Context: an optimization exercise on an open-source flow, tuned for small area, a short achievable clock period and few clock cycles per item. The choices shown serve that exercise and are no tape-out recipe.
Only simulation tests tie the RTL to the original design; equivalence was not proved.

## flow/design.v (module list and top-level ports; edited modules follow where they fit)
// module rs_encoder: 845 lines
// module rs_cw_check: 704 lines
// module dmc_line_decoder: 101 lines
module dmc_line_decoder (
    input  wire         clk,
    input  wire         rst,           
    input  wire         in_valid,
    output wire         in_ready,
    input  wire [639:0] in_line,       
    output reg          out_valid,
    output reg  [511:0] out_data,      
    output reg  [127:0] out_check,     
    output reg  [1:0]   out_class,     
    output reg  [4:0]   out_dev        
);
  // ...
==> flow/flow/run.sh <==
#!/bin/bash
# Layout flow: the standard synthesis (standard.sh synth, unchanged), then the
# standard layout with the port buffers made from PORT_BUF cells and timing
# repair asked to leave setup slack of SETUP_MARGIN ns at the design's clock
# period, so that it sizes and buffers the logic for a shorter achieved
# period. After each try, flow/check.tcl counts max-slew and max-capacitance
# violations on the final layout; if there are any, global and detailed
# routing run again with larger repair margins. flow/params.sh may change
# these settings. Each step writes its output to a log of its own.
set -uo pipefail
SETUP_MARGIN=24
SLEWCAP=40
PORT_BUF=sky130_fd_sc_hd__buf_1
EXTRA=()
if [[ -f flow/params.sh ]]; then source flow/params.sh; fi
export RESULTS=$PWD/orfs/results/sky130hd/dmc_line_decoder/base
bash standard.sh synth > synth.log 2>&1 || exit 1
try=0
for sc in $SLEWCAP 60 80; do
  try=$((try + 1))
  if (( try > 1 )); then
    bash standard.sh clean_route clean_finish > clean_$try.log 2>&1
  fi
  bash standard.sh "BUFFER_PORTS_ARGS=-buffer_cell $PORT_BUF" \
      SETUP_SLACK_MARGIN=$SETUP_MARGIN SLEW_MARGIN=$sc CAP_MARGIN=$sc \
      "${EXTRA[@]}" finish > layout_$try.log 2>&1 || continue
  openroad -no_init -exit flow/check.tcl > check_$try.log 2>&1
  if grep -q "^CHECK slew 0 cap 0 " check_$try.log; then break; fi
done
==> flow/flow/check.tcl <==
# Counts max-slew and max-capacitance violations and prints the worst setup
# slack of ORFS's final layout, with its own extracted parasitics.
read_db $::env(RESULTS)/6_final.odb
read_liberty $::env(FLOW_HOME)/platforms/sky130hd/lib/sky130_fd_sc_hd__tt_025C_1v80.lib
read_sdc $::env(RESULTS)/6_final.sdc
read_spef $::env(RESULTS)/6_final.spef
set_propagated_clock [all_clocks]
puts "CHECK slew [sta::max_slew_violation_count] cap [sta::max_capacitance_violation_count] setup_ws [worst_slack -max]"
==> flow/flow/params.sh <==
EXTRA=(CORE_UTILIZATION=50 "CTS_BUF_LIST=sky130_fd_sc_hd__clkbuf_8" REMOVE_ABC_BUFFERS=1)
==> flow/standard.sh <==
#!/bin/bash
# synth_recipe.tcl (not shown) runs the flow's synth.tcl, then flattens the netlist and writes it again
# the make line also repeats each setting of config.mk as NAME=value (left out here)
make -C /OpenROAD-flow-scripts/flow DESIGN_CONFIG=/design/flow/config.mk WORK_HOME=/design/flow/orfs CLKGATE_MAP_FILE= SYNTH_SCRIPT=/design/flow/synth_recipe.tcl "${@:-finish}"
==> flow/config.mk <==
export PLATFORM = sky130hd
export DESIGN_NAME = dmc_line_decoder
export DESIGN_NICKNAME = dmc_line_decoder
export VERILOG_FILES = /design/flow/design.v
export SDC_FILE = /design/flow/constraint.sdc
export NUM_CORES = 4
export LEC_CHECK = 0
export CAP_MARGIN = 20
export CORE_MARGIN = 2
export CORE_UTILIZATION = 40
export SLEW_MARGIN = 20
==> flow/constraint.sdc <==
create_clock -name core_clock -period 32.0 [get_ports {clk}]
set_input_delay 6.4000 -clock core_clock [delete_from_list [all_inputs] [get_ports {clk}]]
set_output_delay 6.4000 -clock core_clock [all_outputs]
set_load 0.01 [all_outputs]
==> run summary, run 1 <==
number of flip-flops in the largest register 640; Worst Setup Start Kind input port; gp weighted congestion approximately 1.1; top flop regs line: 640 flops, out_data: 512 flops; post-synthesis instance area 0.0985 mm²; Setup crit end enc[102]; CP endpoint kind flip-flop; met1 WL 180000 µm; Final Cycle Share 0.255; crit-path max cell delay between 0.6 and 0.7 ns; Slew @ Worst Pin 1.00 ns; r2r endpoint out_data[506]; critical path launch point in_line[554]; Final ANT Viol Nets 0; via count 83300; largest cell class by area multi-input gates; worst min-delay path startpoint line[55]; First DRT Iteration DRCs 10500; drt via density 5.84; Rel. slew slack 0.332; Final Hold Fails 0; largest net degree at the start of global routing 99; CP Buf/Inv Count 1; cell taking the most area after synthesis xnor2_1; flip-flop and latch count 1417; Detailed Routing Iterations Pass 1 6; top cells by area, synth xnor2_1 (33%), dfxtp_1 (29%), xor2_1 (12%); post-cts resize count between 400 and 500; worst hold endpoint out_data[55]; mux cell area share after synthesis 0.0133; CTS tree done; Ports ~1300; Synth Area in Simple Gates 0.0958; Critical Path RT ~33 ns; Post-synth top cells xnor2_1 (3737), dfxtp_1 (1417), xor2_1 (1378), nor2_1 (651), nor3_1 (578); status no timing/DRC/antenna violations; arrival time worst endpoint slightly above 9 ns; synth unique cells 90; hold buffer count at cts 0
Testbench counts, summed over its fixed seeds: cycles 16,016, items 16,000.
==> run 2, diff against run 1 <==
==> flow/flow/params.sh (replaced) <==
SETUP_MARGIN=23.7
EXTRA=(CORE_UTILIZATION=50 "CTS_BUF_LIST=sky130_fd_sc_hd__clkbuf_8" REMOVE_ABC_BUFFERS=1)
==> run 2 against run 1 <==
Register-to-register slack got worse by 0.34 ns; critical path depth grew 1; sequential share of layout area increased by 0.39 points.
==> run summary, run 2 <==
largest net degree at the start of global routing 99 (unchanged); most frequent cells in the layout xnor2_1 (3599), dfxtp_1 (1416), xor2_1 (1323), buf_1 (1275), nor2_1 (645); Max-Cap Viols 0; full die area 0.201 mm²; layout cells sized above 1 0.0956; Crit path top cell by count xnor2_1; status no timing/DRC/antenna violations; fillers 17100; Synth Area in Adders 0.00191; core area approximately 0.2 mm²; Synth Area in Simple Gates 0.0958 (unchanged); critical path's slowest cell xnor2_1; total track usage 0.457; initial core utilization 0.504; Final Hold Fails 0 (unchanged); top flop regs line: 640 flops, out_data: 512 flops; Post-synth top cells xnor2_1 (3737), dfxtp_1 (1417), xor2_1 (1378), nor2_1 (651), nor3_1 (578); Worst Setup Start Kind input port; first-pass GRT wire length 641000 µm; Crit path max-delay family XOR/XNOR gates; CTS tree done; root buffer selected by CTS clkbuf_8; Die W 448 µm; post-synthesis cell count 10000; grt ovf 0; Core Rows 162; Post-synth EDFFs 0; min-delay worst type flip-flop to flip-flop; number of flip-flops in the largest register 640 (unchanged); CP Buf/Inv Count 2 (+1); r2r setup slk 23.78 ns; RSZ-0062 raised after global routing yes; htree depth 4; final core utilization 0.586; dpl cell area 0.108 mm²; FF-to-FF path depth 19; cell with the most instances after synthesis xnor2_1; post-synthesis instance area 0.0985 mm² (unchanged); Die Y 448 µm; mux cell area share after synthesis 0.0133 (unchanged); Rel. slew slack 0.344 (+0.0124); Final Cycle Share 0.263 (+0.00751); gp weighted congestion 1.11 (unchanged); arrival time worst endpoint 9.30 ns (+0.22 ns); Top reg by flops line; Setup CP Type input port to flip-flop; Yosys reg bits 1417; endpoints failing setup 0; Num CTS Buffers 223; largest family of logic cells by synthesized area XOR/XNOR gates; hold buffer count at cts 0 (unchanged); cell taking the most area after synthesis xnor2_1; Fin Clk Skew 0.0795 ns; Critical Path RT 32.89 ns (-0.02 ns); Slew @ Worst Pin 0.984 ns (-0.0185 ns); FMAX 119 MHz; Slew Viols, Final 0; min cycle time layout 8.41 ns; Post-Synth XOR/XNOR Area 0.546; via count of the first global-routing pass roughly 80000; Ports 1292 (unchanged); CP endpoint kind flip-flop; Synth Area in Compound Gates 0.0341; Detailed Routing Iterations Pass 1 6 (unchanged); Final TNS setup 0 ns; buffer levels on the longest clock path 3; clock latency on the worst-skew pair around 1.0 ns; port buffer count 1290; commonest non-fill, non-tap cell in the layout xnor2_1; Post-DP HPWL 376000 µm; CP Cell Sequence buf_1, buf_4, xnor2_1, xnor2_2, xnor2_1, xnor2_1, xnor3_1, xnor2_1; fraction of registers with async set/reset 0; Worst Path Max Fanout 5; routed len/inst 33.4 µm; Crit path depth 8; synth unique cells 90 (unchanged); Finished Layout Cells 14200; Yosys Warn Count 1; Routed Wire Length 475000 µm; post-route cell area ~0.11 mm²; Net count, final 12100; top cells by area, synth xnor2_1 (33%), dfxtp_1 (29%), xor2_1 (12%); First DRT Iteration DRCs 10200 (-2.3%); initial antenna violation count 45; Synth Area per Inst ~9.8 µm²; crit-path max cell delay 0.74 ns (+0.08 ns); drt via density 5.82 (-0.44%); placed cells 13800; top-area cell type share of the netlist area 0.332; Hold Path Stages 1; Final ANT Viol Nets 0 (unchanged); post-synthesis sequential area ratio 0.288; via count 82800 (-0.61%); clock-pin slew on the worst setup and hold paths 0.07 ns; Area Growth Syn to Fin 16.3%; Synth Flop Type dfxtp_1; clk sinks 1417; residual DRC count 0
[run 2: cell families after synthesis]
family | after synthesis
XOR/XNOR | 5538
AND/OR/NAND/NOR | 1932
flip-flops | 1417
buffers and inverters | 496
AO/OA/AOI/OAI | 490
multiplexers | 121
adder cells (fa/ha/maj) | 15
other | 1
[run 2: worst paths after layout]
check | start | endpoint
max | in_line[350] | enc[87]
min | line[55] | out_data[55]
max reg2reg | enc[87] | out_data[360]
min reg2reg | line[55] | out_data[55]
[run 2: per-layer routing]
layer / GRT usage / vias to the layer above / part of all wire
met5: 0 / - / 0.00020
met4: 0.296 / 16 / 0.080
met3: 0.124 / 1471 / 0.11
met1: 0.567 / 40500 / 0.38
li1: - / 35200 / -
met2: 0.699 / 5530 / 0.43
[run 2: area by class of cell]
class | instances | area, µm² | area share
Multi-Input combinational cell | 8097 | 70400 | 0.614
Sequential cell | 1417 | 28400 | 0.248
Timing Repair Buffer | 1612 | 7450 | 0.0650
Clock buffer | 285 | 3920 | 0.0342
Tap cell | 2624 | 3280 | 0.0287
Clock inverter | 121 | 950 | 0.00829
Inverter | 42 | 168 | 0.00146
Antenna cell | 27 | 67.6 | 0.000590
[run 2: per-stage QoR]
step / hold slack (ns) / setup slack [ns]
after global placement: 0.410 / 21.53
after CTS: 0.385 / 23.63
after detailed placement: 0.413 / 22.16
final: 0.387 / 23.59
after floorplan: 0.409 / 7.85
after global routing: 0.398 / 23.63
[run 2: timing repair]
action,4_1_cts,5_1_grt
endpoints found under the hold margin,0,0
setup endpoints to repair,680,476
resized for setup,67,67
setup buffers,2,7
pin swaps,2,6
==> run 3, diff against run 2 <==
==> flow/flow/params.sh (replaced) <==
SLEWCAP=20
SETUP_MARGIN=24.15
EXTRA=(CORE_UTILIZATION=50 "CTS_BUF_LIST=sky130_fd_sc_hd__clkbuf_8" REMOVE_ABC_BUFFERS=1)
==> run 3 against run 2 <==
Non-clock buffer count is 27 higher; clock-buffer cell count is 2 higher; synthesized cell count stayed put; global-route usage is 0.65 points higher; sequential cell count stayed put; utilization is 4.1 points higher; critical path type is now flip-flop to output pin; highest routed layer unchanged.
==> run summary, run 3 <==
critical path's slowest cell dfxtp_4; Detailed Routing Iterations Pass 1 8 (+2); worst hold endpoint out_data[264]; Setup CP Type flip-flop to output pin; clk sinks 1417 (unchanged); initial antenna violation count 54 (+20%); Post-DP HPWL 375000 µm (-0.19%); Ports 1292 (unchanged); Synth Area in Adders 0.00191 (unchanged); Post-Synth XOR/XNOR Area 0.546 (unchanged); RSZ-0062 raised after global routing yes; largest net degree at the start of global routing 99 (unchanged); Max-Cap Viols 0 (unchanged); CP Buf/Inv Count 1 (-1); Synth Area per Inst 9.84 µm² (unchanged); Num CTS Buffers 223 (unchanged); Core Rows 162 (unchanged); First DRT Iteration DRCs 11000 (+7.4%); grt ovf 0 (unchanged); initial core utilization 0.504 (unchanged); via count of the first global-routing pass 81900 (+1.8%); clock latency on the worst-skew pair 1.05 ns (about the same); post-route cell area 0.123 mm² (+7.0%); worst min-delay path startpoint line[328]; drt via density 5.90 (+1.4%); status no timing/DRC/antenna violations; Top reg by flops line; top flop regs line: 640 flops, out_data: 512 flops; Net count, final 12100 (+0.23%); buffer levels on the longest clock path 3 (unchanged); min cycle time layout 8.02 ns (-0.388 ns); post-synthesis instance area 0.0985 mm² (unchanged); Final Cycle Share 0.251 (-0.0121); Worst Setup Start Kind flip-flop; core area 0.195 mm² (unchanged); CTS tree done; Die Y 448 µm (unchanged); Synth Area in Simple Gates 0.0958 (unchanged); number of flip-flops in the largest register 640 (unchanged); clock-pin slew on the worst setup and hold paths 0.07 ns (about the same); routed len/inst 34.0 µm (+1.9%); Area Growth Syn to Fin 24.5%; placed cells 13800 (-0.036%); Yosys reg bits 1417 (unchanged); post-synthesis sequential area ratio 0.288 (unchanged); endpoints failing setup 0 (unchanged); r2r setup slk 24.12 ns (+0.34 ns); synth unique cells 90 (unchanged); Post-synth top cells xnor2_1 (3737), dfxtp_1 (1417), xor2_1 (1378), nor2_1 (651), nor3_1 (578); htree depth 4 (unchanged); Slew Viols, Final 0 (unchanged); worst r2r src enc[87]; Slew @ Worst Pin 1.26 ns (+0.281 ns); total track usage 0.464 (+0.00652); Yosys Warn Count 1 (unchanged); most frequent cells in the layout xnor2_1 (3411), xor2_1 (1218), dfxtp_1 (931), nor2_1 (645), nor3_1 (571); gp weighted congestion 1.11 (unchanged); commonest non-fill, non-tap cell in the layout xnor2_1; r2r endpoint out_data[499]; full die area 0.201 mm² (unchanged); Final Hold Fails 0 (unchanged); Synth Flop Type dfxtp_1; top cells by area, synth xnor2_1 (33%), dfxtp_1 (29%), xor2_1 (12%); cell taking the most area after synthesis xnor2_1; Rel. slew slack 0.149 (-0.195); Routed Wire Length 485000 µm (+2.1%); arrival time worst endpoint 1.62 ns (-7.68 ns); cell with the most instances after synthesis xnor2_1; Finished Layout Cells 14300 (+0.19%); layout cells sized above 1 0.232 (+0.137); Synth Area in Compound Gates 0.0341 (unchanged); FMAX 125 MHz (+4.8%); Hold Path Stages 1 (unchanged); via count 84100 (+1.6%); Post-synth EDFFs 0 (unchanged); CP Cell Sequence buf_6; Die W 448 µm (unchanged); port buffer count 1290 (unchanged); mux cell area share after synthesis 0.0133 (unchanged); fraction of registers with async set/reset 0 (unchanged); CP endpoint kind output pin; post-synthesis cell count 10000 (unchanged); root buffer selected by CTS clkbuf_8; crit-path max cell delay 0.43 ns (-0.31 ns); Crit path max-delay family flip-flops; largest family of logic cells by synthesized area XOR/XNOR gates; Critical Path RT 25.60 ns (-7.29 ns); dpl cell area 0.107 mm² (-0.84%); top-area cell type share of the netlist area 0.332 (unchanged); first-pass GRT wire length 651000 µm (+1.5%); Final TNS setup 0 ns (unchanged); FF-to-FF path depth 18 (-1); residual DRC count 0 (unchanged); Fin Clk Skew 0.102 ns (+0.0221 ns); Final ANT Viol Nets 0 (unchanged); Worst Path Max Fanout 1 (-4); min-delay worst type flip-flop to flip-flop; critical path launch point out_data[494]
## run 3: changes by cell type in the layout (fill, tap and decap cells not counted), sizes merged, moves of 3 or more
cell,previous run,this run
buf,1603,1559
clkbuf,294,364
clkdlybuf4s15,0,3
clkinv,37,41
diode,27,21
inv,113,108
## run 3: kinds of logic after synthesis
group	Yosys count
other	1
adder cells (fa/ha/maj)	15
AND/OR/NAND/NOR	1932
buffers and inverters	496
XOR/XNOR	5538
AO/OA/AOI/OAI	490
multiplexers	121
flip-flops	1417
## run 3: area by class of cell
type | instances | area (µm²)
Sequential cell | 1417 | 29100
Clock buffer | 287 | 3950
Tap cell | 2624 | 3280
Timing Repair Buffer | 1639 | 11600
Clock inverter | 124 | 1080
Multi-Input combinational cell | 8098 | 73400
Inverter | 42 | 178
Fill cell | 15800 | 72800
Antenna cell | 21 | 52.6
## run 3: how the worst max path moves through the flow
stage	slack, ns	to	cells after the start
6_report	23.98	out_data[494]	1
5_1_grt	23.96	out_data[494]	1
4_1_cts	23.94	out_data[493]	1
3_5_place_dp	21.53	out_data[488]	21
3_3_place_gp	21.53	out_data[488]	21
2_1_floorplan	7.85	out_check[0]	11
## run 3: routing by layer
metal  GRT usage  share of wire
met3       0.119           0.11
met1       0.576           0.37
met4       0.307          0.083
met2       0.710           0.44
met5           0        0.00061
## run 3: per-stage QoR
step	hold slack [ns]	utilization	worst slack, ns
after detailed placement	0.413	0.550	21.53
after CTS	0.349	0.611	23.94
after floorplan	0.409	-	7.85
after global routing	0.373	0.627	23.96
final	0.360	0.628	23.98
after global placement	0.410	0.550	21.53
## run 3: repair_timing
action | in CTS | in global routing
setup endpoints to repair | 1423 | 1170
gates resized for setup | 1962 | 578
pin swaps | 17 | 22
hold buffers | 0 | 0
cloned | 0 | 1
buffers inserted | 26 | 20
==> run 4, diff against run 3 <==
==> flow/flow/params.sh (replaced) <==
SLEWCAP=20
EXTRA=(CORE_UTILIZATION=50 "CTS_BUF_LIST=sky130_fd_sc_hd__clkbuf_8" REMOVE_ABC_BUFFERS=1)
==> run 4 against run 3 <==
Cell area fell by 4.6%; cell count is essentially flat; global-route usage fell by 0.52 points; die area did not move; fmax down 1.4%; critical path depth up 8; worst hold slack improved by 0.0030 ns; wire length fell by 1.6%; critical path type is now input port to flip-flop; critical endpoint is now enc[98].
==> run summary, run 4 <==
largest net degree at the start of global routing 99 (unchanged); endpoints failing setup 0 (unchanged); final core utilization 0.599 (-0.0288); cell taking the most area after synthesis xnor2_1; Post-synth EDFFs 0 (unchanged); Hold Slack 0.363 ns (+0.00295 ns); Final Hold Fails 0 (unchanged); fraction of registers with async set/reset 0 (unchanged); Slew @ Worst Pin 1.25 ns (-0.0150 ns); Final TNS setup 0 ns (unchanged); status no timing/DRC/antenna violations; Max-Cap Viols 0 (unchanged); Slew Viols, Final 0 (unchanged); root buffer selected by CTS clkbuf_8; clock latency on the worst-skew pair 1.05 ns (about the same); first-pass GRT wire length 642000 µm (-1.3%); commonest non-fill, non-tap cell in the layout xnor2_1; clk sinks 1417 (unchanged); Die Y 448 µm (unchanged); clock-pin slew on the worst setup and hold paths 0.07 ns (about the same); Yosys reg bits 1417 (unchanged); routed len/inst 33.5 µm (-1.7%); drt via density 5.85 (-0.77%); Fin Clk Skew 0.0976 ns (-0.00395 ns); CP endpoint kind flip-flop; Yosys Warn Count 1 (unchanged); Worst Path Max Fanout 5 (+4); Post-synth top cells xnor2_1 (3737), dfxtp_1 (1417), xor2_1 (1378), nor2_1 (651), nor3_1 (578); initial antenna violation count 61 (+13%); residual DRC count 0 (unchanged); Ports 1292 (unchanged); min cycle time layout 8.14 ns (+0.116 ns); First DRT Iteration DRCs 10700 (-2.9%); via count 83500 (-0.69%); arrival time worst endpoint 9.06 ns (+7.44 ns); Routed Wire Length 477000 µm (-1.6%); Synth Area per Inst 9.84 µm² (unchanged); htree depth 4 (unchanged); Final Cycle Share 0.254 (+0.00363); Core Rows 162 (unchanged); most frequent cells in the layout xnor2_1 (3516), dfxtp_1 (1346), xor2_1 (1256), buf_1 (1046), nor2_1 (645); Synth Flop Type dfxtp_1; post-synthesis instance area 0.0985 mm² (unchanged); FMAX 123 MHz (-1.4%); Num CTS Buffers 223 (unchanged); post-synthesis sequential area ratio 0.288 (unchanged); RSZ-0062 raised after global routing yes; number of flip-flops in the largest register 640 (unchanged); grt ovf 0 (unchanged); Critical Path RT 32.92 ns (+7.32 ns); synth unique cells 90 (unchanged); Die W 448 µm (unchanged); total track usage 0.459 (-0.00519); buffer levels on the longest clock path 3 (unchanged); Post-DP HPWL 375000 µm (unchanged); top cells by area, synth xnor2_1 (33%), dfxtp_1 (29%), xor2_1 (12%); port buffer count 1290 (unchanged); Worst Setup Start Kind input port; Net count, final 12100 (-0.017%); min-delay worst type flip-flop to flip-flop; Top reg by flops line; CTS tree done; Detailed Routing Iterations Pass 1 8 (unchanged); Setup CP Type input port to flip-flop; hold buffer count at cts 0 (unchanged); post-synthesis cell count 10000 (unchanged); initial core utilization 0.504 (unchanged); gp weighted congestion 1.11 (unchanged); core area 0.195 mm² (unchanged); top-area cell type share of the netlist area 0.332 (unchanged); top flop regs line: 640 flops, out_data: 512 flops; Rel. slew slack 0.159 (+0.0101); Final ANT Viol Nets 0 (unchanged); cell with the most instances after synthesis xnor2_1; layout cells sized above 1 0.136 (-0.0965); full die area 0.201 mm² (unchanged); Area Growth Syn to Fin 18.8%; via count of the first global-routing pass 80500 (-1.6%)
==> run 4: cell types whose count changed in the layout (fill, tap and decap cells not counted), moves of 22 or more <==
cell	delta
dfxtp_2	-404
xnor2_1	+105
buf_6	-437
xnor2_2	-72
buf_1	+552
buf_2	-105
buf_4	+22
xnor2_4	-34
clkbuf_2	-34
xor2_1	+38
dfxtp_1	+415
==> run 4: per-layer routing <==
layer  track usage  wire length (µm)
met5             0               131
met4         0.288             38200
met3         0.112             51900
met2         0.706            207000
met1         0.575            180000
==> run 4: cell families after synthesis <==
logic type,Yosys count,synth area share
other,1,0.0000381
AO/OA/AOI/OAI,490,0.0341
flip-flops,1417,0.288
AND/OR/NAND/NOR,1932,0.0958
adder cells (fa/ha/maj),15,0.00191
XOR/XNOR,5538,0.546
multiplexers,121,0.0133
buffers and inverters,496,0.0211
==> run 4: metrics by stage <==
stage / worst slack (ns) / std cells / area, µm²
final: 23.86 / 14300 / 117000
after global routing: 23.94 / 14200 / 117000
after CTS: 23.92 / 14200 / 115000
after detailed placement: 21.53 / 13800 / 107000
after global placement: 21.53 / 13800 / 107000
after floorplan: 7.85 / 9556 / 96600
==> run 4: path summary, 6_finish.rpt <==
| path | depth (start not counted) | slack, ns | to | startpoint |
|---|---|---|---|---|
| setup reg to reg | 17 | 24.00 | out_data[506] | enc[43] |
| hold / removal | 1 | 0.36 | out_data[264] | line[328] |
| hold reg to reg | 1 | 0.36 | out_data[264] | line[328] |
| setup / recovery | 9 | 23.86 | enc[98] | in_line[555] |
==> run 4: final cells by class <==
cell class | instances | area (µm²)
multi-input cells | 8097 | 71600
clock inverters | 124 | 1080
repair buffers | 1638 | 8230
fillers | 16700 | 78400
diodes | 34 | 85.1
clock buffers | 287 | 3950
flip-flops and latches | 1417 | 28600
well taps | 2624 | 3280
inverters | 42 | 175
==> run 4: timing repair <==
action,in CTS,in global routing
setup endpoints to repair,943,610
cloned,0,0
setup buffers,11,34
resized for setup,662,197
pin swaps,6,16
==> run 4: worst max-delay path, cell delays in order <==
cell     delay [ns]
buf_1          0.43
xnor2_1        0.14
buf_4          0.20
xnor2_1        0.69
xnor2_1        0.40
xnor2_1        0.34
xnor2_1        0.14
xnor2_1        0.18
xnor2_1        0.14
==> run 5, diff against run 4 <==
==> flow/flow/params.sh (replaced) <==
EXTRA=(CORE_UTILIZATION=50 "CTS_BUF_LIST=sky130_fd_sc_hd__clkbuf_8" REMOVE_ABC_BUFFERS=1 CTS_CLUSTER_SIZE=20)
==> run 5 against run 4 <==
Still clean; worst hold slack better by 0.027 ns; clock skew down 0.011 ns; setup slack worse by 0.067 ns; fmax down 0.82%; global-route usage about the same; cell area up 0.11%; non-clock buffer count down 8; wire length down 0.12%; synthesized cell count unchanged; critical path type unchanged; critical endpoint is now enc[127].
==> run summary, run 5 <==
status no timing/DRC/antenna violations; min-delay worst type flip-flop to flip-flop; Final ANT Viol Nets 0 (unchanged); post-synthesis instance area 0.0985 mm² (unchanged); buffer levels on the longest clock path 3 (unchanged); Rel. slew slack 0.338 (+0.178); Yosys Warn Count 1 (unchanged); Hold Slack 0.390 ns (+0.0265 ns); cell taking the most area after synthesis xnor2_1; Worst Setup Start Kind input port; root buffer selected by CTS clkbuf_8; Final Cycle Share 0.256 (+0.00209); grt ovf 0 (unchanged); Synth Area per Inst 9.84 µm² (unchanged); endpoints failing setup 0 (unchanged); Synth Flop Type dfxtp_1; Die Y 448 µm (unchanged); FMAX 122 MHz (-0.82%); Final Hold Fails 0 (unchanged); Worst Path Max Fanout 5 (unchanged); first-pass GRT wire length 643000 µm (about the same); via count 83200 (-0.38%); Max-Cap Viols 0 (unchanged); cell with the most instances after synthesis xnor2_1; clock-pin slew on the worst setup and hold paths 0.07 ns (about the same); top cells by area, synth xnor2_1 (33%), dfxtp_1 (29%), xor2_1 (12%); synth unique cells 90 (unchanged); Post-synth top cells xnor2_1 (3737), dfxtp_1 (1417), xor2_1 (1378), nor2_1 (651), nor3_1 (578); min cycle time layout 8.21 ns (+0.0670 ns); Routed Wire Length 477000 µm (-0.12%); core area 0.195 mm² (unchanged); Num CTS Buffers 223 (unchanged); Slew @ Worst Pin 0.993 ns (-0.256 ns); commonest non-fill, non-tap cell in the layout xnor2_1; layout cells sized above 1 0.133 (-0.00234); Post-synth EDFFs 0 (unchanged); residual DRC count 0 (unchanged); drt via density 5.83 (-0.35%); Slew Viols, Final 0 (unchanged); largest net degree at the start of global routing 99 (unchanged); Fin Clk Skew 0.0869 ns (-0.0107 ns); Post-DP HPWL 376000 µm (+0.19%); clk sinks 1417 (unchanged); Yosys reg bits 1417 (unchanged); initial core utilization 0.504 (unchanged); Setup CP Type input port to flip-flop; Final TNS setup 0 ns (unchanged); routed len/inst 33.4 µm (about the same); Area Growth Syn to Fin 18.9%; total track usage 0.459 (about the same); CTS tree done; Critical Path RT 32.86 ns (-0.06 ns); arrival time worst endpoint 9.06 ns (about the same); CP endpoint kind flip-flop; Top reg by flops line; top-area cell type share of the netlist area 0.332 (unchanged); RSZ-0062 raised after global routing yes; hold buffer count at cts 0 (unchanged); htree depth 4 (unchanged); post-route cell area 0.117 mm² (+0.11%); Ports 1292 (unchanged); initial antenna violation count 43 (-30%); fraction of registers with async set/reset 0 (unchanged); full die area 0.201 mm² (unchanged); most frequent cells in the layout xnor2_1 (3479), dfxtp_1 (1368), xor2_1 (1254), buf_1 (1095), nor2_1 (645); clock latency on the worst-skew pair 1.05 ns (about the same); port buffer count 1290 (unchanged); dpl cell area 0.108 mm² (+0.84%); Net count, final 12100 (-0.066%); post-synthesis sequential area ratio 0.288 (unchanged); post-synthesis cell count 10000 (unchanged); First DRT Iteration DRCs 10300 (-3.1%); number of flip-flops in the largest register 640 (unchanged); Core Rows 162 (unchanged); Die W 448 µm (unchanged); gp weighted congestion 1.11 (unchanged); Detailed Routing Iterations Pass 1 6 (-2); top flop regs line: 640 flops, out_data: 512 flops; via count of the first global-routing pass 80700 (+0.18%)
==> run 5: cell counts after synthesis <==
No cell type changed its count.
==> run 5: cells by family after synthesis <==
logic type	synth area share
compound gates	0.0341
fa+ha+maj	0.00191
flops	0.288
xor+xnor	0.546
other cells	0.0000381
simple gates	0.0958
mux	0.0133
buf+inv	0.0211
==> run 5: routing by layer <==
metal,up-vias,track usage,share of wire
met1,40600,0.570,0.38
met3,1530,0.120,0.11
li1,35300,-,-
met4,16,0.298,0.079
met2,5764,0.702,0.43
met5,-,0,0.00070
==> run 5: layout make-up <==
type / instances / area (µm²)
diodes: 44 / 110
repair buffers: 1630 / 8030
clock inverters: 119 / 942
fillers: 16800 / 78300
flip-flops and latches: 1417 / 28500
clock buffers: 286 / 3940
multi-input cells: 8097 / 72100
well taps: 2624 / 3280
inverters: 42 / 173
==> run 5: worst paths after layout <==
check | startpoint | end | slack, ns | depth (start not counted)
worst max-delay path | in_line[583] | enc[127] | 23.79 | 8
worst min-delay path | line[55] | out_data[55] | 0.39 | 1
worst max register to register | enc[45] | out_data[506] | 24.05 | 20
worst min register to register | line[55] | out_data[55] | 0.39 | 1
==> run 5: worst max-delay path: stages <==
cell and delay (ns):
buf_1 0.59, xnor2_1 0.30, xor2_1 0.22, xnor2_1 0.49, xnor2_1 0.35, xnor2_1 0.23, xnor2_1 0.35, xnor2_1 0.12
==> run 5: what timing repair did <==
action,4_1_cts,5_1_grt
pin swaps,6,11
buffers inserted,9,20
setup endpoints to repair,883,553
resized for setup,488,189
==> run 5: metrics by stage <==
step                 util  cells  worst slack [ns]
floorplan               -   9556              7.85
global placement    0.550  13800             21.53
detailed placement  0.555  13800             22.16
CTS                 0.591  14200             23.97
global route        0.599  14200             23.93
finish              0.599  14300             23.79
==> run 6, diff against run 5 <==
==> flow/flow/params.sh (replaced) <==
EXTRA=(CORE_UTILIZATION=50 "CTS_BUF_LIST=sky130_fd_sc_hd__clkbuf_8" REMOVE_ABC_BUFFERS=1 GPL_TIMING_DRIVEN=1)
==> run 6 against run 5 <==
Non-clock buffer count unchanged; still clean on timing, DRC and antenna; clock skew about the same; sequential cell count unchanged; area after synthesis unchanged; critical path depth decreased by 1.
==> run summary, run 6 <==
Rel. slew slack 0.332 (-0.00604); initial core utilization 0.504 (unchanged); most frequent cells in the layout xnor2_1 (3484), dfxtp_1 (1369), xor2_1 (1254), buf_1 (1098), nor2_1 (645); Routed Wire Length 477000 µm (about the same); top flop regs line: 640 flops, out_data: 512 flops; Setup CP Type input port to flip-flop; Yosys reg bits 1417 (unchanged); Fin Clk Skew 0.0874 ns (+0.000459 ns); via count 83300 (+0.15%); Final Hold Fails 0 (unchanged); r2r endpoint out_data[506]; Critical Path RT 32.91 ns (+0.05 ns); Crit path depth 7 (-1); post-synthesis sequential area ratio 0.288 (unchanged); layout cells sized above 1 0.133 (-0.000874); port buffer count 1290 (unchanged); First DRT Iteration DRCs 10500 (+1.3%); cell with the most instances after synthesis xnor2_1; top-area cell type share of the netlist area 0.332 (unchanged); initial antenna violation count 43 (unchanged); RSZ-0062 raised after global routing yes; Final Cycle Share 0.255 (-0.00111); min-delay worst type flip-flop to flip-flop; Synth Area per Inst 9.84 µm² (unchanged); fraction of registers with async set/reset 0 (unchanged); r2r setup slk 24.12 ns (+0.07 ns); Die Y 448 µm (unchanged); commonest non-fill, non-tap cell in the layout xnor2_1; CTS tree done; Crit path max-delay family XOR/XNOR gates; Top reg by flops line; via count of the first global-routing pass 80700 (+0.011%); clock-pin slew on the worst setup and hold paths 0.07 ns (about the same); Slew Viols, Final 0 (unchanged); min cycle time layout 8.17 ns (-0.0356 ns); endpoints failing setup 0 (unchanged); grt ovf 0 (unchanged); Post-DP HPWL 376000 µm (unchanged); core area 0.195 mm² (unchanged); status no timing/DRC/antenna violations; total track usage 0.458 (about the same); residual DRC count 0 (unchanged); arrival time worst endpoint 9.08 ns (+0.02 ns); Place WS 22.16 ns (unchanged); Crit path top cell by count xnor2_1; Num CTS Buffers 223 (unchanged); root buffer selected by CTS clkbuf_8; top cells by area, synth xnor2_1 (33%), dfxtp_1 (29%), xor2_1 (12%); full die area 0.201 mm² (unchanged); htree depth 4 (unchanged); Synth Flop Type dfxtp_1; CP endpoint kind flip-flop; Area Growth Syn to Fin 18.8%; routed len/inst 33.5 µm (about the same); fillers 16800 (+0.14%); number of flip-flops in the largest register 640 (unchanged); Post-synth top cells xnor2_1 (3737), dfxtp_1 (1417), xor2_1 (1378), nor2_1 (651), nor3_1 (578); CP Cell Sequence buf_1, xnor2_1, xor2_1, xnor3_1, xnor2_2, xnor2_1, xnor2_1; gp weighted congestion 1.11 (unchanged); Worst Setup Start Kind input port; clk sinks 1417 (unchanged); Die W 448 µm (unchanged); Worst Path Max Fanout 5 (unchanged); buffer levels on the longest clock path 3 (unchanged); clock latency on the worst-skew pair 1.05 ns (about the same); first-pass GRT wire length 642000 µm (about the same); FF-to-FF path depth 20 (unchanged); post-synthesis instance area 0.0985 mm² (unchanged); Slew @ Worst Pin 1.00 ns (+0.00906 ns); FMAX 122 MHz (+0.43%); Final TNS setup 0 ns (unchanged); critical path's slowest cell buf_1; worst r2r src enc[45]; synth unique cells 90 (unchanged); Yosys Warn Count 1 (unchanged); crit-path max cell delay 0.66 ns (+0.07 ns); Detailed Routing Iterations Pass 1 6 (unchanged); Ports 1292 (unchanged); CP Buf/Inv Count 1 (unchanged); largest net degree at the start of global routing 99 (unchanged); drt via density 5.84 (+0.22%); post-synthesis cell count 10000 (unchanged); Setup crit end enc[102]; Post-synth EDFFs 0 (unchanged); Core Rows 162 (unchanged); critical path launch point in_line[554]; Net count, final 12100 (unchanged); Final ANT Viol Nets 0 (unchanged); cell taking the most area after synthesis xnor2_1; PnR worst setup slack 23.83 ns (+0.0356 ns); Max-Cap Viols 0 (unchanged)
run 6: changes by cell type in the layout (fill, tap and decap cells not counted), moves of 2 or more:
cell and delta:
xor2_2 +2, buf_1 +3, xnor2_2 -4, xor2_4 -2, inv_1 +2, xnor2_1 +5, diode_2 -11, clkbuf_2 -2
run 6: worst min path at each step:
stage | start | slack, ns | endpoint | depth (start not counted)
floorplan | line[0] | 0.41 | out_data[0] | 1
global placement | line[228] | 0.41 | out_data[196] | 1
detailed placement | line[13] | 0.41 | out_data[13] | 1
CTS | line[553] | 0.39 | out_data[457] | 1
global route | line[1] | 0.40 | out_data[1] | 1
finish | line[55] | 0.38 | out_data[55] | 1
run 6: worst register-to-register path: stages (launching register included):
cell and delay, ns:
dfxtp_1 0.56, xor2_4 0.39, xor2_1 0.42, xor2_4 0.16, inv_6 0.32, ha_2 0.48, inv_1 0.22, xnor3_1 0.58
xnor2_2 0.40, xnor2_1 0.12, nor4_1 0.35, nor4b_4 0.51, a222oi_1 0.24, nand4b_1 0.16, o22ai_1 0.14, a2111oi_2 0.48
nand4_1 0.26, or2_4 0.47, buf_12 0.31, nor3_1 0.41, xor2_2 0.69
run 6: metrics by stage:
| stage | hold WS [ns] | util | instances | instance area, µm² |
|---|---|---|---|---|
| final | 0.384 | 0.599 | 14200 | 117000 |
| after global routing | 0.395 | 0.598 | 14200 | 117000 |
| after CTS | 0.385 | 0.591 | 14200 | 115000 |
| after detailed placement | 0.413 | 0.555 | 13800 | 108000 |
| after global placement | 0.410 | 0.550 | 13800 | 107000 |
| after floorplan | 0.409 | - | 9556 | 96600 |
run 6: layout make-up:
| type | instances | area [µm²] | area share |
|---|---|---|---|
| Clock buffer | 285 | 3920 | 0.0335 |
| Inverter | 42 | 173 | 0.00148 |
| Timing Repair Buffer | 1630 | 8010 | 0.0685 |
| Antenna cell | 33 | 82.6 | 0.000706 |
| Tap cell | 2624 | 3280 | 0.0281 |
| Sequential cell | 1417 | 28500 | 0.244 |
| Clock inverter | 121 | 950 | 0.00812 |
| Multi-Input combinational cell | 8097 | 72100 | 0.616 |
run 6: cells by family after synthesis:
family	after synthesis	share of synthesized area
AOI/OAI and AO/OA	490	0.0341
buffers and inverters	496	0.0211
DFF	1417	0.288
other	1	0.0000381
xor gates and xnor gates	5538	0.546
muxes	121	0.0133
and+or+nand+nor	1932	0.0958
adders and majority gates	15	0.00191
run 6: what timing repair did:
item	in CTS	in global routing
gates resized for setup	486	179
gates cloned	0	0
hold buffers	0	0
pin swaps	6	14
buffers inserted	9	20
setup endpoints to repair	882	553
run 6: routing by layer:
layer  track usage  routed length (µm)  vias to the layer above
met5             0                  78                        -
met4         0.298               38500                       14
met3         0.118               51400                     1527
met2         0.702              207000                     5693
met1         0.571              180000                    40800
li1              -                   -                    35200
==> run 7, diff against run 6 <==
==> flow/flow/params.sh (replaced) <==
EXTRA=(CORE_UTILIZATION=50 "CTS_BUF_LIST=sky130_fd_sc_hd__clkbuf_4" REMOVE_ABC_BUFFERS=1)
==> run 7 against run 6 <==
Still clean; via count grew 1.8%; sequential cell count is the same; register-to-register slack lost 0.14 ns; clock-buffer cell count grew 236; non-clock buffer count shrank 14; cell count grew 1.6%; cell area grew 1.7%; clock skew grew 0.15 ns; global-route usage grew 0.58 points; critical path type is now flip-flop to output pin.
==> run summary, run 7 <==
largest net degree at the start of global routing 99 (unchanged); worst r2r src enc[95]; GR Layer Usage met2 0.715 (+0.0131); drt via density 5.86 (+0.19%); hold buffer count at cts 0 (unchanged); via count 84800 (+1.8%); total track usage 0.464 (+0.00576); clk sinks 1417 (unchanged); min-delay worst type flip-flop to flip-flop; FMAX 118 MHz (-3.2%); min cycle time layout 8.44 ns (+0.270 ns); cell with the most instances after synthesis xnor2_1; PnR worst setup slack 23.56 ns (-0.270 ns); Worst Path Max Fanout 1 (-4); Setup CP Type flip-flop to output pin; Synth Area per Inst 9.84 µm² (unchanged); gp weighted congestion 1.11 (unchanged); Final Cycle Share 0.264 (+0.00845); Ports 1292 (unchanged); fraction of registers with async set/reset 0 (unchanged); grt ovf 0 (unchanged); top-area cell type share of the netlist area 0.332 (unchanged); initial core utilization 0.504 (unchanged); core area 0.195 mm² (unchanged); Final TNS setup 0 ns (unchanged); Die Y 448 µm (unchanged); cell taking the most area after synthesis xnor2_1; synth unique cells 90 (unchanged); Detailed Routing Iterations Pass 1 9 (+3); top cells by area, synth xnor2_1 (33%), dfxtp_1 (29%), xor2_1 (12%); Yosys reg bits 1417 (unchanged); most frequent cells in the layout xnor2_1 (3608), xor2_1 (1327), dfxtp_1 (926), nor2_1 (645), buf_1 (629); r2r setup slk 23.98 ns (-0.14 ns); Worst Setup Start Kind flip-flop; layout cells sized above 1 0.207 (+0.0750); Slew @ Worst Pin 1.05 ns (+0.0446 ns); FF-to-FF path depth 19 (-5.0%); met3 usage 0.127 (+0.00894); Place WS 22.16 ns (unchanged); CP Cell Sequence buf_6; full die area 0.201 mm² (unchanged); post-route cell area 0.119 mm² (+1.7%); Core Rows 162 (unchanged); Post-DP HPWL 376000 µm (unchanged); Routed Wire Length 487000 µm (+2.1%); Max-Cap Viols 0 (unchanged); clock-pin slew on the worst setup and hold paths 0.07 ns (about the same); htree depth 5 (+1); crit-path max cell delay 0.43 ns (-0.23 ns); fillers 16300 (-3.4%); r2r endpoint out_data[488]; First DRT Iteration DRCs 10800 (+2.6%); Num CTS Buffers 370 (+66%); Slew Viols, Final 0 (unchanged); root buffer selected by CTS clkbuf_4; routed len/inst 33.6 µm (+0.44%); Fin Clk Skew 0.238 ns (+0.150 ns); CP endpoint kind output pin; Crit path depth 1 (-6); number of flip-flops in the largest register 640 (unchanged); Critical Path RT 25.60 ns (-7.31 ns); first-pass GRT wire length 653000 µm (+1.6%); arrival time worst endpoint 2.04 ns (-7.04 ns); met1 usage 0.570 (-0.00135); residual DRC count 0 (unchanged); Setup crit end out_data[344]; critical path's slowest cell dfxtp_4; initial antenna violation count 57 (+33%); final core utilization 0.609 (+0.0103); port buffer count 1290 (unchanged); Die W 448 µm (unchanged); post-synthesis cell count 10000 (unchanged); GR peak layer met2; top flop regs line: 640 flops, out_data: 512 flops; Area Growth Syn to Fin 20.8%; RSZ-0062 raised after global routing yes; post-synthesis instance area 0.0985 mm² (unchanged); commonest non-fill, non-tap cell in the layout xnor2_1; Crit path max-delay family flip-flops; CP Buf/Inv Count 1 (unchanged); dpl cell area 0.108 mm² (unchanged); post-synthesis sequential area ratio 0.288 (unchanged); Synth Flop Type dfxtp_1; Rel. slew slack 0.302 (-0.0297); Final ANT Viol Nets 0 (unchanged); endpoints failing setup 0 (unchanged); Final Hold Fails 0 (unchanged); critical path launch point out_data[344]; via count of the first global-routing pass 83000 (+2.9%); clock latency on the worst-skew pair 1.48 ns (+0.43 ns); CTS tree done; status no timing/DRC/antenna violations; Top reg by flops line; Net count, final 12200 (+1.1%); buffer levels on the longest clock path 4 (+1); Post-synth top cells xnor2_1 (3737), dfxtp_1 (1417), xor2_1 (1378), nor2_1 (651), nor3_1 (578); Post-synth EDFFs 0 (unchanged); Yosys Warn Count 1 (unchanged)
[run 7: layout make-up]
| class | count | area [µm²] | area share |
|---|---|---|---|
| Antenna cell | 36 | 90.1 | 0.000757 |
| Clock buffer | 521 | 3910 | 0.0329 |
| Clock inverter | 131 | 771 | 0.00648 |
| Inverter | 42 | 170 | 0.00143 |
| Multi-Input combinational cell | 8097 | 70300 | 0.591 |
| Sequential cell | 1417 | 29100 | 0.245 |
| Tap cell | 2624 | 3280 | 0.0276 |
| Timing Repair Buffer | 1616 | 11400 | 0.0956 |
[run 7: worst min-delay path by stage]
stage / start / endpoint / slack [ns] / cells past startpoint
6_report: line[328] / out_data[264] / 0.31 / 1
5_1_grt: line[328] / out_data[264] / 0.31 / 1
4_1_cts: line[328] / out_data[264] / 0.30 / 1
3_5_place_dp: line[13] / out_data[13] / 0.41 / 1
3_3_place_gp: line[228] / out_data[196] / 0.41 / 1
2_1_floorplan: line[0] / out_data[0] / 0.41 / 1
[run 7: cell families after synthesis]
kind of cell | share of synthesized area
compound gates | 0.0341
flops | 0.288
simple gates | 0.0958
fa+ha+maj | 0.00191
buf+inv | 0.0211
other cells | 0.0000381
xor+xnor | 0.546
mux | 0.0133
[run 7: stage by stage]
stage / hold slack [ns] / cells
after floorplan: 0.409 / 9556
after global placement: 0.410 / 13800
after detailed placement: 0.413 / 13800
after CTS: 0.304 / 14400
after global routing: 0.313 / 14500
final: 0.307 / 14500
[run 7: repair_timing]
| item | CTS | global route |
|---|---|---|
| gates resized for setup | 1553 | 352 |
| endpoints found under the setup margin | 1326 | 1108 |
| setup buffers | 5 | 7 |
| pin swaps | 4 | 4 |
[run 7: routing by layer]
| metal | routed length, µm | vias to the layer above |
|---|---|---|
| met4 | 38600 | 24 |
| li1 | - | 35700 |
| met5 | 180 | - |
| met2 | 213000 | 6085 |
| met1 | 182000 | 41400 |
| met3 | 53200 | 1609 |
==> run 8, diff against run 7 <==
==> flow/flow/params.sh (replaced) <==
SLEWCAP=20
EXTRA=(CORE_UTILIZATION=45 "CTS_BUF_LIST=sky130_fd_sc_hd__clkbuf_8" REMOVE_ABC_BUFFERS=1)
==> run 8 against run 7 <==
Sequential cell count stayed put; utilization is 6.4 points lower; clock skew is 0.14 ns lower; cell area is 0.49% lower; die area is 11% higher.
==> run summary, run 8 <==
Worst Path Max Fanout 4 (+3); Core Rows 171 (+5.6%); Yosys reg bits 1417 (unchanged); fillers 19800 (+22%); Rel. slew slack 0.172 (-0.130); root buffer selected by CTS clkbuf_8; Storage cell area 0.0286 mm² (-1.7%); Setup CP Type input port to flip-flop; Synth Area per Inst 9.84 µm² (unchanged); Post-Synth XOR/XNOR Area 0.546 (unchanged); crit-path max cell delay 0.54 ns (+0.11 ns); most frequent cells in the layout xnor2_1 (3461), dfxtp_1 (1324), xor2_1 (1250), buf_1 (916), nor2_1 (646); routed len/inst 34.3 µm (+2.0%); Slew Viols, Final 0 (unchanged); post-synthesis sequential area ratio 0.288 (unchanged); Synth Flop Type dfxtp_1; Routed Wire Length 495000 µm (+1.8%); initial antenna violation count 62 (+8.8%); Post-DP HPWL 389000 µm (+3.5%); number of flip-flops in the largest register 640 (unchanged); Net count, final 12000 (-1.3%); largest family of logic cells by synthesized area XOR/XNOR gates; critical path's slowest cell xnor2_1; Area Growth Syn to Fin 20.2%; core area 0.217 mm² (+11%); clock latency on the worst-skew pair 1.06 ns (-0.42 ns); Die W 472 µm (+5.4%); Yosys Warn Count 1 (unchanged); Final ANT Viol Nets 0 (unchanged); Final Cycle Share 0.255 (-0.00879); Worst Setup Start Kind input port; fraction of registers with async set/reset 0 (unchanged); post-synthesis instance area 0.0985 mm² (unchanged); via count of the first global-routing pass 80200 (-3.4%); Crit path max-delay family XOR/XNOR gates; largest net degree at the start of global routing 101 (+2.0%); endpoints failing setup 0 (unchanged); full die area 0.223 mm² (+11%); Multi-input gate area 0.0727 mm² (+3.4%); Post-synth top cells xnor2_1 (3737), dfxtp_1 (1417), xor2_1 (1378), nor2_1 (651), nor3_1 (578); Crit path top cell by count xnor2_1; Slew @ Worst Pin 1.23 ns (+0.186 ns); min-delay worst type flip-flop to flip-flop; buffer levels on the longest clock path 3 (-1); clock-pin slew on the worst setup and hold paths 0.07 ns (about the same); Ports 1292 (unchanged); Synth Area in Simple Gates 0.0958 (unchanged); Die Y 472 µm (+5.4%); htree depth 4 (-1); gp weighted congestion 1.07 (-3.3%); commonest non-fill, non-tap cell in the layout xnor2_1; RSZ-0062 raised after global routing yes; drt via density 5.70 (-2.6%); Final Hold Fails 0 (unchanged); Num CTS Buffers 225 (-39%); CP endpoint kind flip-flop; First DRT Iteration DRCs 9666 (-10%); Critical Path RT 32.92 ns (+7.32 ns); Final TNS setup 0 ns (unchanged); residual DRC count 0 (unchanged); post-synthesis cell count 10000 (unchanged); FF-to-FF path depth 20 (+1); synth unique cells 90 (unchanged); Top reg by flops line; Synth Area in Adders 0.00191 (unchanged); CTS tree done; Synth Area in Compound Gates 0.0341 (unchanged); grt ovf 0 (unchanged); top-area cell type share of the netlist area 0.332 (unchanged); clk sinks 1417 (unchanged); total track usage 0.428 (-0.0365); min cycle time layout 8.16 ns (-0.281 ns); Place WS 21.10 ns (-1.07 ns); mux cell area share after synthesis 0.0133 (unchanged); layout cells sized above 1 0.154 (-0.0538); Fin Clk Skew 0.0954 ns (-0.142 ns); via count 82400 (-2.8%); Hold Path Stages 1 (unchanged); top cells by area, synth xnor2_1 (33%), dfxtp_1 (29%), xor2_1 (12%); arrival time worst endpoint 9.08 ns (+7.04 ns); Post-synth EDFFs 0 (unchanged); status no timing/DRC/antenna violations; cell taking the most area after synthesis xnor2_1; Max-Cap Viols 0 (unchanged); initial core utilization 0.453 (-0.0510); port buffer count 1290 (unchanged); cell with the most instances after synthesis xnor2_1; top flop regs line: 640 flops, out_data: 512 flops; FMAX 123 MHz (+3.4%); Crit path depth 8 (+7); CP Buf/Inv Count 1 (unchanged); PnR worst setup slack 23.84 ns (+0.281 ns); Detailed Routing Iterations Pass 1 6 (-3); CP Cell Sequence buf_1, xor2_2, xnor2_1, xnor2_1, xnor2_1, xnor2_1, xnor2_1, xnor2_1; first-pass GRT wire length 665000 µm (+1.9%)
-- run 8: cell counts after synthesis --
Identical to the previous run, type by type.
-- run 8: worst paths after layout --
path,start,slack (ns),to
setup / recovery,in_line[121],23.84,enc[23]
hold / removal,line[513],0.36,out_data[417]
setup reg to reg,enc[77],23.94,out_data[278]
hold reg to reg,line[513],0.36,out_data[417]
-- run 8: worst reg2reg max path, delay by kind of cell (launching register included) --
family,cells,cell delay [ns]
flip-flops,1,0.46
buffers and inverters,5,1.61
AO/OA/AOI/OAI,3,1.17
XOR/XNOR,5,2.49
AND/OR/NAND/NOR,7,2.17
-- run 8: layer usage --
metal,up-vias,part of all wire,GRT usage
met3,1180,0.10,0.0944
met1,40600,0.39,0.553
li1,35200,-,-
met5,-,0.00030,0
met2,5387,0.44,0.662
met4,24,0.066,0.234
-- run 8: logic make-up after synthesis --
logic type / after synthesis
xor gates and xnor gates: 5538
muxes: 121
and+or+nand+nor: 1932
other: 1
DFF: 1417
adders and majority gates: 15
AOI/OAI and AO/OA: 490
buffers and inverters: 496
-- run 8: final cells by class --
type                    instances  share of cell area
multi-input cells            8099               0.614
flip-flops and latches       1417               0.242
repair buffers               1605              0.0681
clock buffers                 295              0.0343
well taps                    2854              0.0302
clock inverters               115              0.0103
inverters                      42             0.00146
diodes                         25            0.000528
-- run 8: what timing repair did --
action	in CTS	in global routing
gates resized for setup	865	242
endpoints found under the setup margin	1003	577
cloned	2	0
pin swaps	15	17
hold buffers	0	0
setup buffers	22	24
-- run 8: per-stage QoR --
stage / hold WS (ns) / utilization / instances / cell area, µm²
after floorplan: 0.409 / - / 9556 / 96600
after global placement: 0.411 / 0.494 / 14000 / 107000
after detailed placement: 0.413 / 0.495 / 14000 / 108000
after CTS: 0.369 / 0.537 / 14400 / 117000
after global routing: 0.388 / 0.545 / 14400 / 118000
final: 0.365 / 0.545 / 14500 / 118000
==> run 9, diff against run 8 <==
==> flow/flow/params.sh (replaced) <==
SLEWCAP=20
EXTRA=(CORE_UTILIZATION=50 "CTS_BUF_LIST=sky130_fd_sc_hd__clkbuf_8" REMOVE_ABC_BUFFERS=1 PLACE_DENSITY=0.7)
==> run 9 against run 8 <==
Still clean; clock-buffer cell count decreased by 29; utilization increased by 5.4 points; sequential cell count unchanged; worst hold slack improved by 0.043 ns.
==> run summary, run 9 <==
critical path's slowest cell xor2_1; buffer levels on the longest clock path 3 (unchanged); Synth Area per Inst 9.84 µm² (unchanged); met1 usage 0.577 (+0.0246); placed cells 13800 (-1.5%); Yosys Warn Count 1 (unchanged); largest net degree at the start of global routing 102 (+0.99%); Top reg by flops line; CTS tree done; Critical Path RT 32.87 ns (-0.05 ns); Crit path top cell by count xnor2_1; Final TNS setup 0 ns (unchanged); status no timing/DRC/antenna violations; number of flip-flops in the largest register 640 (unchanged); via count 84100 (+2.1%); cell taking the most area after synthesis xnor2_1; PnR worst setup slack 23.77 ns (-0.0730 ns); endpoints failing setup 0 (unchanged); Synth Flop Type dfxtp_1; FMAX 121 MHz (-0.89%); Die Y 448 µm (-5.1%); Rel. slew slack 0.191 (+0.0191); met3 usage 0.131 (+0.0362); GR Layer Usage met2 0.707 (+0.0446); Detailed Routing Iterations Pass 1 9 (+3); crit-path max cell delay 0.44 ns (-0.10 ns); Setup CP Type input port to flip-flop; commonest non-fill, non-tap cell in the layout xnor2_1; Num CTS Buffers 220 (-2.2%); post-route cell area 0.117 mm² (-1.1%); most frequent cells in the layout xnor2_1 (3499), dfxtp_1 (1313), xor2_1 (1264), buf_1 (928), nor2_1 (646); grt ovf 0 (unchanged); residual DRC count 0 (unchanged); initial core utilization 0.504 (+0.0510); Max-Cap Viols 0 (unchanged); Worst Setup Start Kind input port; Area Growth Syn to Fin 18.9%; initial antenna violation count 60 (-3.2%); drt via density 5.92 (+3.9%); gp weighted congestion 1.13 (+5.4%); Net count, final 12000 (-0.15%); GR peak layer met2; Ports 1292 (unchanged); top cells by area, synth xnor2_1 (33%), dfxtp_1 (29%), xor2_1 (12%); dpl cell area 0.107 mm² (-0.15%); min-delay worst type flip-flop to flip-flop; Crit path max-delay family XOR/XNOR gates; CP endpoint kind flip-flop; Finished Layout Cells 14200 (-1.7%); RSZ-0062 raised after global routing yes; Routed Wire Length 487000 µm (-1.7%); core area 0.195 mm² (-10%); Post-synth EDFFs 0 (unchanged); fraction of registers with async set/reset 0 (unchanged); first-pass GRT wire length 652000 µm (-1.9%); clk sinks 1417 (unchanged); Place WS 22.23 ns (+1.14 ns); Worst Path Max Fanout 5 (+1); Die W 448 µm (-5.1%); Core Rows 162 (-5.3%); Post-DP HPWL 378000 µm (-2.9%); top flop regs line: 640 flops, out_data: 512 flops; Fin Clk Skew 0.0919 ns (-0.00355 ns); Slew Viols, Final 0 (unchanged); Final Cycle Share 0.257 (+0.00228); top-area cell type share of the netlist area 0.332 (unchanged); CP Cell Sequence buf_1, xnor2_1, buf_4, xor2_2, xor2_1, xor2_1, xnor2_1, xnor2_1, xnor3_1; Slew @ Worst Pin 1.21 ns (-0.0198 ns); total track usage 0.467 (+0.0397); CP Buf/Inv Count 2 (+1); Final ANT Viol Nets 0 (unchanged); routed len/inst 34.3 µm (about the same); post-synthesis sequential area ratio 0.288 (unchanged); cell with the most instances after synthesis xnor2_1; First DRT Iteration DRCs 11600 (+20%); clock-pin slew on the worst setup and hold paths 0.06 ns (about the same); synth unique cells 90 (unchanged); Post-synth top cells xnor2_1 (3737), dfxtp_1 (1417), xor2_1 (1378), nor2_1 (651), nor3_1 (578); min cycle time layout 8.23 ns (+0.0730 ns); via count of the first global-routing pass 81400 (+1.5%); port buffer count 1290 (unchanged); htree depth 4 (unchanged); arrival time worst endpoint 9.11 ns (+0.03 ns); full die area 0.201 mm² (-9.9%); Yosys reg bits 1417 (unchanged); layout cells sized above 1 0.145 (-0.00878); root buffer selected by CTS clkbuf_8; post-synthesis instance area 0.0985 mm² (unchanged); post-synthesis cell count 10000 (unchanged); fillers 16800 (-15%); clock latency on the worst-skew pair 1.08 ns (+0.02 ns); Final Hold Fails 0 (unchanged)
-- run 9: cell counts after synthesis --
No cell type changed its count.
-- run 9: routing by layer --
metal	vias up	part of all wire
met5	-	0.00045
met4	36	0.084
met3	1651	0.11
met2	6312	0.43
met1	41000	0.37
li1	35200	-
-- run 9: final cells by class --
class	count	area, µm²	area share
Timing Repair Buffer	1592	8310	0.0709
Clock inverter	134	1160	0.00993
Sequential cell	1417	28600	0.245
Inverter	42	163	0.00139
Tap cell	2624	3280	0.0280
Clock buffer	266	3660	0.0313
Antenna cell	29	72.6	0.000620
Multi-Input combinational cell	8099	71800	0.613
-- run 9: path summary, 6_finish.rpt --
kind	depth (start not counted)	slack, ns	from	to
hold / removal	1	0.41	line[591]	out_data[495]
hold reg to reg	1	0.41	line[591]	out_data[495]
setup / recovery	9	23.77	in_line[270]	enc[53]
setup reg to reg	20	23.88	enc[12]	out_data[132]
-- run 9: cell families (layout without fill, tap and decap cells) --
family	Yosys count	in the layout	share of synthesized area
XOR/XNOR	5538	5538	0.546
AND/OR/NAND/NOR	1932	1934	0.0958
flip-flops	1417	1417	0.288
buffers and inverters	496	2034	0.0211
AO/OA/AOI/OAI	490	490	0.0341
multiplexers	121	121	0.0133
adder cells (fa/ha/maj)	15	15	0.00191
other	1	30	0.0000381
-- run 9: what timing repair did --
action / CTS / global route
endpoints found under the hold margin: 0 / 0
endpoints found under the setup margin: 1044 / 732
pin swaps: 5 / 8
resized for setup: 838 / 217
setup buffers: 3 / 14
gates cloned: 4 / 0
hold buffers: 0 / 0
-- run 9: through the flow --
step / utilization / hold WS (ns)
3_5_place_dp: 0.550 / 0.413
2_1_floorplan: - / 0.409
6_report: 0.599 / 0.408
5_1_grt: 0.599 / 0.418
4_1_cts: 0.591 / 0.408
3_3_place_gp: 0.549 / 0.411

[static timing again, ports no longer ideal]
No port has a modelled driver above. Below, the same layouts with a new extraction and two added sets of constraints.
Step 1 assumes that a clkbuf_16 drives the clock port and a buf_2 every other input.
Step 2 times the ports against the registers' clock, not the clock port: input delays grow and output delays shrink by t, the midpoint of the rising clock arrivals with the driver on.
Slacks: no drivers / after step 1 / after step 2; pairs: no drivers / after step 1.
run	t (ns)	setup WS [ns]	worst setup path at the end	worst slew at a driven data input, ns
run 1	1.103	23.828 / 23.888 / 22.785	input to register	0.20
run 2	1.099	23.588 / 23.638 / 22.539	input to register	0.19
run 3	1.100	23.976 / 23.879 / 22.970	input to register	0.21
run 4	1.110	23.860 / 23.873 / 22.830	input to register	0.24
run 5	1.095	23.793 / 23.825 / 22.731	input to register	0.18
run 6	1.103	23.828 / 23.888 / 22.785	input to register	0.20
run 7	1.458	23.558 / 23.461 / 22.492	input to register	0.20
run 8	1.119	23.839 / 23.922 / 22.802	input to register	0.17
run 9	1.133	23.766 / 23.839 / 22.706	input to register	0.16
After both steps every run listed still meets setup and hold. The setup slack of run 7, which loses most, moves by -0.097 ns with the drivers and by -1.066 ns with both steps.
